This design comes from an exercise in tuning for small area on the open sky130 flow, not from production work.
In this exercise RTL edits were held to simulation tests only and were not proved equivalent to the original.

==> flow/design.v <==
module aes_sbox (
    input  wire [7:0] a,
    output wire [7:0] y
);
  wire U0=a[7],U1=a[6],U2=a[5],U3=a[4],U4=a[3],U5=a[2],U6=a[1],U7=a[0];
  wire T1=U0^U3, T2=U0^U5, T3=U0^U6, T4=U3^U5, T5=U4^U6, T6=T1^T5, T7=U1^U2, T8=U7^T6;
  wire T9=U7^T7, T10=T6^T7, T11=U1^U5, T12=U2^U5, T13=T3^T4, T14=T6^T11, T15=T5^T11;
  wire T16=T5^T12, T17=T9^T16, T18=U3^U7, T19=T7^T18, T20=T1^T19, T21=U6^U7, T22=T7^T21;
  wire T23=T2^T22, T24=T2^T10, T25=T20^T17, T26=T3^T16, T27=T1^T12;
  wire M1=T13&T6, M2=T23&T8, M3=T14^M1, M4=T19&U7, M5=M4^M1, M6=T3&T16, M7=T22&T9;
  wire M8=T26^M6, M9=T20&T17, M10=M9^M6, M11=T1&T15, M12=T4&T27, M13=M12^M11;
  wire M14=T2&T10, M15=M14^M11, M16=M3^M2, M17=M5^T24, M18=M8^M7, M19=M10^M15;
  wire M20=M16^M13, M21=M17^M15, M22=M18^M13, M23=M19^T25, M24=M22^M23, M25=M22&M20;
  wire M26=M21^M25, M27=M20^M21, M28=M23^M25, M29=M28&M27, M30=M26&M24, M31=M20&M23;
  wire M32=M27&M31, M33=M27^M25, M34=M21&M22, M35=M24&M34, M36=M24^M25, M37=M21^M29;
  wire M38=M32^M33, M39=M23^M30, M40=M35^M36, M41=M38^M40, M42=M37^M39, M43=M37^M38;
  wire M44=M39^M40, M45=M42^M41, M46=M44&T6, M47=M40&T8, M48=M39&U7, M49=M43&T16;
  wire M50=M38&T9, M51=M37&T17, M52=M42&T15, M53=M45&T27, M54=M41&T10, M55=M44&T13;
  wire M56=M40&T23, M57=M39&T19, M58=M43&T3, M59=M38&T22, M60=M37&T20, M61=M42&T1;
  wire M62=M45&T4, M63=M41&T2;
  wire L0=M61^M62, L1=M50^M56, L2=M46^M48, L3=M47^M55, L4=M54^M58, L5=M49^M61;
  wire L6=M62^L5, L7=M46^L3, L8=M51^M59, L9=M52^M53, L10=M53^L4, L11=M60^L2;
  wire L12=M48^M51, L13=M50^L0, L14=M52^M61, L15=M55^L1, L16=M56^L0, L17=M57^L1;
  wire L18=M58^L8, L19=M63^L4, L20=L0^L1, L21=L1^L7, L22=L3^L12, L23=L18^L2;
  wire L24=L15^L9, L25=L6^L10, L26=L7^L9, L27=L8^L10, L28=L11^L14, L29=L11^L17;
  assign y[7]=L6^L24; assign y[6]=~(L16^L26); assign y[5]=~(L19^L28); assign y[4]=L6^L21;
  assign y[3]=L20^L22; assign y[2]=L25^L29; assign y[1]=~(L13^L27); assign y[0]=~(L6^L23);
endmodule
module graft_core (
    input  wire         clk,
    input  wire         rst,             
    input  wire         start,           
    input  wire         op,              
    input  wire         erase,           
    input  wire [255:0] root_key,
    input  wire         root_256,        
    input  wire [7:0]   kind,
    input  wire [63:0]  eui,
    input  wire [7:0]   epoch_rec,       
    input  wire [1:0]   epoch_sc,        
    input  wire         epoch_resolve,   
    output wire         busy,
    output wire         done,
    output wire         nokey,
    output wire [127:0] key_out
);
  function [7:0] xtime;
    input [7:0] b;
    xtime = {b[6:0], 1'b0} ^ (b[7] ? 8'h1b : 8'h00);
  endfunction
  reg         busy_r;
  reg         done_r;
  reg         op_r;
  reg         nokey_pend;   
  reg         k1_valid;
  reg         klen;         
  reg [2:0]   ph;           
  reg [4:0]   rd;           
  reg [39:0]  row0;         
  reg [31:0]  row1;
  reg [31:0]  row2;
  reg [31:0]  row3;
  reg [319:0] kreg;         
  reg [127:0] k1r;          
  reg [1:0]   kph;          
  assign busy  = busy_r;
  assign done  = done_r;
  assign nokey = nokey_pend;
  wire [4:0] rd0    = klen ? 5'd0 : 5'd4;      
  wire       in_aes = busy_r && rd >= rd0 && rd <= 5'd14;
  wire       ccyc   = in_aes && ph != 3'd0;    
  wire       first  = rd == rd0;               
  wire       last   = rd == 5'd14;             
  wire       portw  = klen ? (rd <= 5'd1) : (rd == 5'd4);
  wire       finish = busy_r && rd == 5'd19 && ph == 3'd0;   
  wire [31:0] kw0 = kreg[31:0];
  wire [31:0] kw5 = kreg[191:160];
  wire [31:0] kw8 = kreg[287:256];
  wire [31:0] kw9 = kreg[319:288];      
  wire        rot    = !klen || !rd[0];
  wire [31:0] sub_in = rot ? {kw8[23:0], kw8[31:24]} : kw8;
  wire [3:0] ridx = klen ? {1'b0, rd[4:1]} : rd[3:0] - 4'd4;
  reg  [7:0] rcon;
  always @(*) begin
    case (ridx)
      4'd1:    rcon = 8'h01;
      4'd2:    rcon = 8'h02;
      4'd3:    rcon = 8'h04;
      4'd4:    rcon = 8'h08;
      4'd5:    rcon = 8'h10;
      4'd6:    rcon = 8'h20;
      4'd7:    rcon = 8'h40;
      4'd8:    rcon = 8'h80;
      4'd9:    rcon = 8'h1b;
      4'd10:   rcon = 8'h36;
      default: rcon = 8'h00;
    endcase
  end
  wire [2:0]  psel  = {klen & rd[0], ph[1:0]};
  wire [7:0]  psel1 = portw ? 8'd1 << psel : 8'd0;
  wire [31:0] pword = ({32{psel1[0]}} & root_key[255:224]) | ({32{psel1[1]}} & root_key[223:192]) |
                      ({32{psel1[2]}} & root_key[191:160]) | ({32{psel1[3]}} & root_key[159:128]) |
                      ({32{psel1[4]}} & root_key[127:96])  | ({32{psel1[5]}} & root_key[95:64]) |
                      ({32{psel1[6]}} & root_key[63:32])   | ({32{psel1[7]}} & root_key[31:0]);
  wire [31:0] diag = {row0[7:0], row1[7:0], row2[7:0], row3[7:0]};
  wire [31:0] sb_in = (ph == 3'd0) ? sub_in : diag;
  wire [31:0] sb_out;
  genvar gi;
  generate
    for (gi = 0; gi < 4; gi = gi + 1) begin : g_sbox
      aes_sbox u_sbox (.a(sb_in[8*gi +: 8]), .y(sb_out[8*gi +: 8]));
    end
  endgenerate
  wire [31:0] kf    = (ph == 3'd0) ? (sb_out ^ {rot ? rcon : 8'h00, 24'd0}) : kw9;
  wire [31:0] khead = klen ? kw0 : kw5;
  wire [31:0] kin   = pword | ((khead ^ kf) & {32{!portw}});
  wire        lwr  = busy_r && !op_r && last && ph != 3'd0;    
  wire [1:0]  kk   = ph[1:0] - 2'd1;                            
  wire [1:0]  ks   = kk - kph;
  wire [31:0] lw_k = k1r[32*ks +: 32];                          
  wire [1:0]  ks1  = ks + 2'd1;
  wire        ln31 = k1r[32*ks1 + 31];                          
  wire        l3   = kk == 2'd3;
  wire [31:0] k1d  = {lw_k[30:0], ln31} ^ {24'd0, l3 & ln31, 4'd0, l3 & ln31, l3 & ln31, 1'b0};
  wire [31:0] k1w  = k1d & {32{op_r}};
  wire [7:0] a0 = sb_out[31:24], a1 = sb_out[23:16], a2 = sb_out[15:8], a3 = sb_out[7:0];
  wire [7:0] p01 = a0 ^ a1, p12 = a1 ^ a2, p23 = a2 ^ a3, p30 = a3 ^ a0;
  wire [7:0] tt = p01 ^ p23;
  wire [31:0] u = {tt ^ xtime(p01), tt ^ xtime(p12), tt ^ xtime(p23), tt ^ xtime(p30)};
  wire [31:0] pre = first ? diag ^ k1w : sb_out ^ (u & {32{!last}});
  wire [31:0] col = pre ^ kw9;
  wire [1:0] ep_d    = epoch_sc - epoch_rec[1:0];
  wire [7:0] ep_full = !epoch_resolve ? epoch_rec :
                       (ep_d == 2'd3) ? epoch_rec - 8'd1 :
                                        epoch_rec + {6'd0, ep_d};
  wire [127:0] msg  = {8'h01, 8'h59, 8'h4c, kind, 8'h00, eui, ep_full, 8'h00, 8'h80};
  wire [127:0] init = (op && !busy_r) ? msg : 128'd0;
  function [7:0] bsel;
    input [127:0] x;
    input integer c;
    input integer r;
    bsel = x[127 - 8*(4*c + r) -: 8];
  endfunction
  wire [39:0] init0 = {bsel(init, 3, 0), bsel(init, 2, 0), bsel(init, 1, 0), bsel(init, 0, 0), 8'd0};
  wire [31:0] init1 = {bsel(init, 2, 1), bsel(init, 1, 1), bsel(init, 0, 1), bsel(init, 3, 1)};
  wire [31:0] init2 = {bsel(init, 1, 2), bsel(init, 0, 2), bsel(init, 3, 2), bsel(init, 2, 2)};
  wire [31:0] init3 = {bsel(init, 0, 3), bsel(init, 3, 3), bsel(init, 2, 3), bsel(init, 1, 3)};
  assign key_out = {row0[7:0],   row1[31:24], row2[23:16], row3[15:8],
                    row0[15:8],  row1[7:0],   row2[31:24], row3[23:16],
                    row0[23:16], row1[15:8],  row2[7:0],   row3[31:24],
                    row0[31:24], row1[23:16], row2[15:8],  row3[7:0]};
  always @(posedge clk) begin
    kreg <= {kin, kreg[319:32]};
    if ((start && !busy_r) || (finish && nokey_pend)) begin
      row0 <= init0;
      row1 <= init1;
      row2 <= init2;
      row3 <= init3;
    end else if (ccyc) begin
      row0 <= {col[31:24], row0[39:8]};
      row1 <= {col[23:16], row1[31:8]};
      row2 <= {col[15:8],  row2[31:8]};
      row3 <= {col[7:0],   row3[31:8]};
    end else begin
      row0 <= {row0[7:0],  row0[39:8]};
      row1 <= {row1[7:0],  row1[31:8]};
      row2 <= {row2[15:0], row2[31:16]};
      row3 <= {row3[23:0], row3[31:24]};
    end
  end
  always @(posedge clk) begin
    if (busy_r) begin
      ph <= (ph == 3'd4) ? 3'd0 : ph + 3'd1;
      rd <= rd + {4'd0, ph == 3'd4};
    end else begin
      ph <= 3'd0;
      rd <= 5'd0;
    end
    if (start && !busy_r) begin
      op_r       <= op;
      klen       <= root_256;
      nokey_pend <= op && !k1_valid;
    end
    k1r <= {lwr ? col : k1r[31:0], k1r[127:32]};
    kph <= (lwr && ph == 3'd1) ? 2'd1 : kph + 2'd1;
    if (rst || erase) begin
      busy_r   <= 1'b0;
      done_r   <= 1'b0;
      k1_valid <= 1'b0;
    end else begin
      done_r <= finish;
      if (start && !busy_r)
        busy_r <= 1'b1;
      else if (finish) begin
        busy_r <= 1'b0;
        if (!op_r)
          k1_valid <= 1'b1;
      end
    end
  end
endmodule
clock: 9.0 ns
lec_check: 0
cap_margin: 20
core_margin: 2
core_utilization: 40
gpl_routability_driven: 1
place_density_lb_addon: 0.1
slew_margin: 20
standard.sh (not shown) runs the stock make flow with config.mk's settings and CLKGATE_MAP_FILE= SYNTH_SCRIPT=/design/flow/synth_recipe.tcl, a recipe that flattens the netlist after the stock synthesis.
==> flow/flow/run.sh <==
#!/bin/bash
# Layout flow: the standard ORFS flow (standard.sh) with two changes:
#  - synthesis maps logic with an area-oriented ABC script (flow/abc_area.script)
#    instead of ORFS's delay-oriented one; everything else in the synthesis
#    script (synth_recipe.tcl, hence the registers) is unchanged;
#  - every input and output port still gets a buffer, a buf_1 instead of the
#    clkdlybuf4s50_1 that buffer_ports picks by default;
#  - clock tree synthesis clusters up to 20 flip-flops (60 um across) per
#    clkbuf_8 and inserts no dummy loads.
# Each tool writes its full log under orfs/logs/ (ORFS), and this script's
# own output goes to flow_run.log.
set -euo pipefail
W=$(pwd)
exec > >(tee -a "$W/flow_run.log") 2>&1

{
  echo 'proc abc {args} {'
  echo '  set i [lsearch -exact $args -script]'
  echo "  if {\$i >= 0} { lset args [expr {\$i + 1}] $W/flow/abc_area.script }"
  echo '  yosys abc {*}$args'
  echo '}'
  cat "$W/synth_recipe.tcl"
} > "$W/synth_area.tcl"

sed -e "s#SYNTH_SCRIPT=[^ ]*#SYNTH_SCRIPT=$W/synth_area.tcl BUFFER_PORTS_ARGS='-buffer_cell sky130_fd_sc_hd__buf_1' CTS_ARGS='-sink_clustering_enable -repair_clock_nets -dont_use_dummy_load -sink_clustering_size 20 -sink_clustering_max_diameter 60 -buf_list {sky130_fd_sc_hd__clkbuf_8}'#" \
    "$W/standard.sh" > "$W/standard_area.sh"
grep -n 'make ' "$W/standard_area.sh"
bash "$W/standard_area.sh" > "$W/standard_area.log" 2>&1
echo "flow done"
==> flow/flow/abc_area.script <==
strash
dch -f
amap
Next try:
--- a/flow/design.v
+++ b/flow/design.v
@@ -59,12 +59,11 @@
   reg [39:0]  row0;         
   reg [31:0]  row1;
   reg [31:0]  row2;
   reg [31:0]  row3;
   reg [319:0] kreg;         
-  reg [127:0] k1r;          
-  reg [1:0]   kph;          
+  reg [127:0] k1;
   assign busy  = busy_r;
   assign done  = done_r;
   assign nokey = nokey_pend;
   wire [4:0] rd0    = klen ? 5'd0 : 5'd4;      
   wire       in_aes = busy_r && rd >= rd0 && rd <= 5'd14;
@@ -112,41 +111,37 @@
     end
   endgenerate
   wire [31:0] kf    = (ph == 3'd0) ? (sb_out ^ {rot ? rcon : 8'h00, 24'd0}) : kw9;
   wire [31:0] khead = klen ? kw0 : kw5;
   wire [31:0] kin   = pword | ((khead ^ kf) & {32{!portw}});
-  wire        lwr  = busy_r && !op_r && last && ph != 3'd0;    
-  wire [1:0]  kk   = ph[1:0] - 2'd1;                            
-  wire [1:0]  ks   = kk - kph;
-  wire [31:0] lw_k = k1r[32*ks +: 32];                          
-  wire [1:0]  ks1  = ks + 2'd1;
-  wire        ln31 = k1r[32*ks1 + 31];                          
-  wire        l3   = kk == 2'd3;
-  wire [31:0] k1d  = {lw_k[30:0], ln31} ^ {24'd0, l3 & ln31, 4'd0, l3 & ln31, l3 & ln31, 1'b0};
-  wire [31:0] k1w  = k1d & {32{op_r}};
   wire [7:0] a0 = sb_out[31:24], a1 = sb_out[23:16], a2 = sb_out[15:8], a3 = sb_out[7:0];
   wire [7:0] p01 = a0 ^ a1, p12 = a1 ^ a2, p23 = a2 ^ a3, p30 = a3 ^ a0;
   wire [7:0] tt = p01 ^ p23;
   wire [31:0] u = {tt ^ xtime(p01), tt ^ xtime(p12), tt ^ xtime(p23), tt ^ xtime(p30)};
-  wire [31:0] pre = first ? diag ^ k1w : sb_out ^ (u & {32{!last}});
+  wire [31:0] pre = first ? diag : sb_out ^ (u & {32{!last}});
   wire [31:0] col = pre ^ kw9;
   wire [1:0] ep_d    = epoch_sc - epoch_rec[1:0];
   wire [7:0] ep_full = !epoch_resolve ? epoch_rec :
                        (ep_d == 2'd3) ? epoch_rec - 8'd1 :
                                         epoch_rec + {6'd0, ep_d};
   wire [127:0] msg  = {8'h01, 8'h59, 8'h4c, kind, 8'h00, eui, ep_full, 8'h00, 8'h80};
-  wire [127:0] init = (op && !busy_r) ? msg : 128'd0;
+  wire [127:0] init = (op && !busy_r) ? (msg ^ k1) : 128'd0;
   function [7:0] bsel;
     input [127:0] x;
     input integer c;
     input integer r;
     bsel = x[127 - 8*(4*c + r) -: 8];
   endfunction
   wire [39:0] init0 = {bsel(init, 3, 0), bsel(init, 2, 0), bsel(init, 1, 0), bsel(init, 0, 0), 8'd0};
   wire [31:0] init1 = {bsel(init, 2, 1), bsel(init, 1, 1), bsel(init, 0, 1), bsel(init, 3, 1)};
   wire [31:0] init2 = {bsel(init, 1, 2), bsel(init, 0, 2), bsel(init, 3, 2), bsel(init, 2, 2)};
   wire [31:0] init3 = {bsel(init, 0, 3), bsel(init, 3, 3), bsel(init, 2, 3), bsel(init, 1, 3)};
+  wire [127:0] res = {row0[15:8],  row1[7:0],   row2[7:0],   row3[7:0],
+                      row0[23:16], row1[15:8],  row2[15:8],  row3[15:8],
+                      row0[31:24], row1[23:16], row2[23:16], row3[23:16],
+                      row0[39:32], row1[31:24], row2[31:24], row3[31:24]};
+  wire [127:0] dbl_res = {res[126:0], 1'b0} ^ (res[127] ? 128'h87 : 128'h0);
   assign key_out = {row0[7:0],   row1[31:24], row2[23:16], row3[15:8],
                     row0[15:8],  row1[7:0],   row2[31:24], row3[23:16],
                     row0[23:16], row1[15:8],  row2[7:0],   row3[31:24],
                     row0[31:24], row1[23:16], row2[15:8],  row3[7:0]};
   always @(posedge clk) begin
@@ -179,12 +174,12 @@
     if (start && !busy_r) begin
       op_r       <= op;
       klen       <= root_256;
       nokey_pend <= op && !k1_valid;
     end
-    k1r <= {lwr ? col : k1r[31:0], k1r[127:32]};
-    kph <= (lwr && ph == 3'd1) ? 2'd1 : kph + 2'd1;
+    if (finish && !op_r)
+      k1 <= dbl_res;
     if (rst || erase) begin
       busy_r   <= 1'b0;
       done_r   <= 1'b0;
       k1_valid <= 1'b0;
     end else begin
=> The changed run completed with no timing, DRC or antenna violations; routed wire length came out lower by 1.8%; hold slack gains 0.0047 ns; critical path depth came out higher by 2; via count came out lower by 1.8%; final cell count came out lower by 0.88%; setup slack loses 0.018 ns; area after synthesis came out higher by about 4%; synthesized cell count came out lower by 0.42%.

## port drivers added, routing unchanged
In the flow no input, the clock included, has a driving cell. The finished layouts below were timed again as built, in two steps.
Step 1: set_driving_cell puts a clkbuf_16 on clk and a buf_2 on each other input, an assumption about the parent block.
Step 2 also shifts input and output timing later by t, the mid clock arrival at the registers, as if the neighbouring blocks saw the same clock.
a / b / c = ideal ports / drivers / drivers and shift; a / b = the first two.
run	shift t [ns]	setup slack, ns	hold WS [ns]
the first run	0.695	0.575 / 0.575 / 0.575	0.280 / 0.280 / 0.280
the second run	0.683	0.557 / 0.557 / 0.557	0.285 / 0.285 / 0.285
After both steps setup and hold are still met in every run listed.
